What follows belongs to an exercise in optimizing a design on an open flow for small area, a short achievable clock period and few clock cycles per item; a production flow would make more cautious choices. RTL that was checked went through simulation tests only; none was proved equivalent to the original.

alpha:
Design cmp_coder, start of the top module:
module cmp_coder (
    input  wire        clk,
    input  wire        rst,         
    input  wire [1:0]  cfg_fmt,     
    input  wire [1:0]  cfg_type,    
    input  wire        cfg_pred,    
    input  wire [2:0]  cfg_e,       
    input  wire        in_valid,
    output wire        in_ready,
    input  wire [15:0] in_pix,
    input  wire        in_last,
    output reg         out_valid,
    input  wire        out_ready,
    output reg  [31:0] out_data,
    output reg         out_last,
    output wire [15:0] res_len,     
    output wire [15:0] res_npix,    
    output wire [31:0] res_crc      
);
    localparam [31:0] CRC_POLY = 32'h82F6_3B78;    
    reg        rst_r;        
    reg        run;          
    reg        rdy;          
    reg        pend;         
    reg        first_exp;    
    assign in_ready = rdy;
    wire accept = in_valid & rdy;
    reg [1:0] fmt_r;
    reg [1:0] type_r;
    reg       pred_r;
    reg [2:0] e_r;
    wire        is_raw = (type_r == 2'd1);
    wire        is_bnd = (type_r == 2'd3);
    wire [15:0] maxv   = (fmt_r == 2'd0) ? 16'h03FF : (fmt_r == 2'd1) ? 16'h0FFF : 16'hFFFF;
    wire [15:0] half   = (fmt_r == 2'd0) ? 16'h0200 : (fmt_r == 2'd1) ? 16'h0800 : 16'h8000;
    wire [2:0]  ee     = is_bnd ? e_r : 3'd0;           
    wire [3:0]  w      = {ee, 1'b1};                    
    reg        s0_v, s0_last, s0_first, s0_i1;
    reg [15:0] s0_pix;
    reg [1:0]  cnt;           
    always @(posedge clk) begin
        rst_r <= rst;
        if (rst_r) begin
            s0_v      <= 1'b0;
            first_exp <= 1'b1;
        end else if (run) begin
            s0_v     <= accept;
            s0_pix   <= in_pix;
            s0_last  <= in_last;
            s0_first <= first_exp;
            s0_i1    <= !first_exp && (cnt == 2'd1);
            if (accept) begin
                first_exp <= in_last;
                cnt       <= first_exp ? 2'd1 : (cnt == 2'd2) ? 2'd2 : cnt + 2'd1;
            end
        end
        if (rdy && first_exp) begin
            fmt_r  <= cfg_fmt;
  ...
Settings: LEC_CHECK=0, CAP_MARGIN=20, CORE_MARGIN=2, CORE_UTILIZATION=65, CTS_CLUSTER_DIAMETER=80, CTS_CLUSTER_SIZE=34, SLEW_MARGIN=20; clock period 55.0 ns.
standard.sh (not shown) runs the stock make flow with config.mk's settings and CLKGATE_MAP_FILE= SYNTH_SCRIPT=/design/flow/synth_recipe.tcl, a recipe that flattens the netlist after the stock synthesis.
==> flow/flow/run.sh <==
#!/bin/bash
set -uo pipefail
export SETUP_SLACK_MARGIN=43
bash standard.sh > standard.log 2>&1
For beta, these inputs were changed with respect to alpha:
- CORE_UTILIZATION now 55, was 65
Findings:
- Logic depth of the worst path, buffers included: beta vs alpha identical
- Summary: overall die area, beta worse than alpha
- On maximum frequency, beta and alpha are neck and neck.
- Max final-layout clock buffer total across beta and alpha: beta
Edits applied to the flow inputs when going from beta to gamma:
- a change of CORE_UTILIZATION from 55 to 40
Findings:
- Area: gamma vs beta -> gamma larger
- Per the comparison of gamma with beta, overall routed net length moved up.
- Summary — number of global-route vias before repair, gamma relative to beta: lower, by about 4.5%.
- Diff gamma..beta | multi-input gate area in the final layout | negligible
Modified inputs, delta compared to gamma
- CTS_CLUSTER_SIZE changed from 34 to 30
- CTS_CLUSTER_DIAMETER changed from 80 to 60
- CORE_UTILIZATION changed from 40 to 60
Findings:
Worst endpoint data arrival time: delta vs gamma down 0.13 ns
Cmp delta vs gamma: via count higher in delta
delta vs. gamma: number of antenna violations at the first check in global routing fell 1, half-perimeter wire length of the detailed placement result decreased by 5.2% relative to the old numbers, count of placed standard cells in the final layout, fillers left out went down by 404, area added between synthesis and finish decreased 1.7 points.
Final area (delta vs. gamma) decreases slightly
Of the two values seen for launch point of the critical path, crc[1] was produced by gamma and crc[16] by delta.
Comparing ratio of routed vias to standard cells for delta and gamma, the smaller number came from gamma.
gamma has a lower routing usage on met2 than delta.
No functional check of the RTL was part of any run of this note.

========
== v4 ==
cmp_coder, a different RTL version from the one above (not shown whole).
Size: about 3,600 cells after synthesis, about 130 I/O pins, roughly 34,000 µm² of cells after synthesis.
Settings: LEC_CHECK=0, CAP_MARGIN=20, CORE_MARGIN=2, CORE_UTILIZATION=55, SLEW_MARGIN=20; clock period 55.0 ns.
==> flow/flow/run.sh <==
#!/bin/bash
set -uo pipefail
export SETUP_SLACK_MARGIN=43
export REMOVE_ABC_BUFFERS=1
export CTS_ARGS="-sink_clustering_enable -repair_clock_nets -sink_clustering_size 30 -sink_clustering_max_diameter 60 -dont_use_dummy_load -balance_levels"
bash standard.sh > standard.log 2>&1
Testbench counts of v4, summed over its fixed seeds: cycles 138,779, pixels 137,713.
## Diff of input files: v1 against v4
==> flow/flow/run.sh <==
#!/bin/bash
set -uo pipefail
export SETUP_SLACK_MARGIN=43
export CTS_ARGS="-sink_clustering_enable -repair_clock_nets -sink_clustering_size 24 -sink_clustering_max_diameter 50 -dont_use_dummy_load -balance_levels"
bash standard.sh > standard.log 2>&1
--- outcome ---
There was hardly any difference in highest achievable clock rate between v4 and v1. Of the two values seen for launching element of the worst setup path, npix[9] was produced by v1 and crc[1] by v4. v1 — clock period minus final worst setup slack 0.0045 ns lower, v4 as reference. v4 has higher slew at the pin with the worst max-slew slack than v1. Changes observed in v1 relative to v4: longest individual stage delay on the worst path has decreased; worst hold slack lost 0.035 ns; fraction of the cycle the final worst path needs held steady.
The inputs of v20 differ from those of v1 as listed below.
Settings: CTS_CLUSTER_SIZE now 34, previously not set; CTS_CLUSTER_DIAMETER now 80, previously not set.
==> flow/flow/run.sh <==
#!/bin/bash
set -uo pipefail
export SETUP_SLACK_MARGIN=43
bash standard.sh > standard.log 2>&1
The worst setup slack of v20 falls short of that of v1 by 0.054 ns. The higher global-route track usage on met3 of v20 and v1 is in v1. Status: area of the multi-input gates parity (v1, v20). Changes observed in v20 relative to v1: routed metal-1 wirelength neither gained nor lost much. On cell count, v20 and v1 are basically level.
Inputs modified between v20 and v53:
Settings: a deleted CTS_CLUSTER_SIZE that had been 34; an added GPL_TIMING_DRIVEN of 0; an added GPL_ROUTABILITY_DRIVEN of 0; a deleted CTS_CLUSTER_DIAMETER that had been 80.
==> flow/flow/run.sh <==
#!/bin/bash
set -uo pipefail
export SETUP_SLACK_MARGIN=43
export CTS_ARGS="-sink_clustering_enable -repair_clock_nets -sink_clustering_size 30 -sink_clustering_max_diameter 60 -dont_use_dummy_load -balance_levels"
bash standard.sh > standard.log 2>&1
[summary]
Summary: first-iteration DRC count, v53 worse than v20. | period utilization | v53 vs v20 | ≈ equal |. v20 → v53: initial antenna violation count climbed 2, non-clock inverter count in the final layout dropped 1, global-route usage climbed 1.2 points. | worst hold slack | v53 vs v20 | 0.059 ns lower |. The flow did not stop early for v53: all stages ran, and the layout cleared the timing, design-rule and antenna checks. Diff v20 -> v53 | utilization | increase of 0.80 points. v53 vs v20: pin count of the biggest net entering global routing down. Of v53 and v20, v20 shows the lower cell area after layout, with v53 above it.
diff inputs: v53 => v2
Settings: a deleted GPL_ROUTABILITY_DRIVEN that had been 0; a deleted GPL_TIMING_DRIVEN that had been 0.
==> flow/flow/run.sh <==
#!/bin/bash
set -uo pipefail
export SETUP_SLACK_MARGIN=42.85
export CTS_ARGS="-sink_clustering_enable -repair_clock_nets -sink_clustering_size 30 -sink_clustering_max_diameter 60 -dont_use_dummy_load -balance_levels"
bash standard.sh > standard.log 2>&1
==> summary.txt <==
v2 finished every stage and its layout cleared the timing, design-rule and antenna checks. Re share of the synthesized netlist area taken by xor and xnor gates: no difference whatsoever between v53 and v2. Looking at count of cells along the worst register-to-register path, v2 sits 2 lower than v53 does. The worst hold slack in v2 sits 0.012 ns below the value recorded for v53. Post-CTS setup repair buffer count down 6.5% in v2 wrt v53. Re shortest clock period the worst path allows after layout: v2 is 0.036 ns down on v53. The higher count of antenna diodes in the layout came out of v53. Going from v53 to v2, final area -2.3%.

-- afterwards: timing with drivers on the ports --
The flow's constraints put no driver on any port. The routed layouts listed below were extracted and timed again, unchanged, in two steps.
Step 1 assumes that a clkbuf_16 drives the clock port and a buf_2 every other input.
Step 2 times the ports against the registers' clock, not the clock port: input delays grow and output delays shrink by t, the midpoint of the rising clock arrivals with the driver on.
a / b / c = ideal / step 1 / step 2; a / b = the first two.
run	t (ns)	slack for setup (ns)	worst hold slack (ns)	worst register clock-pin slew, ns	cell pins on the clock port's net
alpha	0.657	42.761 / 42.701 / 42.494	0.425 / 0.425 / 0.425	0.12 / 0.12	1
beta	0.676	42.761 / 42.695 / 42.416	0.416 / 0.416 / 0.416	0.11 / 0.11	1
gamma	0.655	42.646 / 42.585 / 42.495	0.429 / 0.429 / 0.429	0.11 / 0.11	1
delta	0.657	42.780 / 42.711 / 42.450	0.418 / 0.418 / 0.418	0.11 / 0.11	1
v4	0.637	42.781 / 42.714 / 42.430	0.416 / 0.416 / 0.416	0.09 / 0.09	1
v1	0.654	42.785 / 42.720 / 42.681	0.381 / 0.381 / 0.381	0.07 / 0.07	1
v20	0.693	42.731 / 42.665 / 42.653	0.424 / 0.424 / 0.424	0.12 / 0.12	1
v53	0.637	42.774 / 42.711 / 42.477	0.365 / 0.365 / 0.365	0.10 / 0.10	1
v2	0.632	42.810 / 42.746 / 42.339	0.353 / 0.353 / 0.353	0.10 / 0.10	1
After both steps every run listed still meets setup and hold. For v2, which loses most, drivers alone change the setup slack by -0.064 ns; drivers and shift together by -0.471 ns.
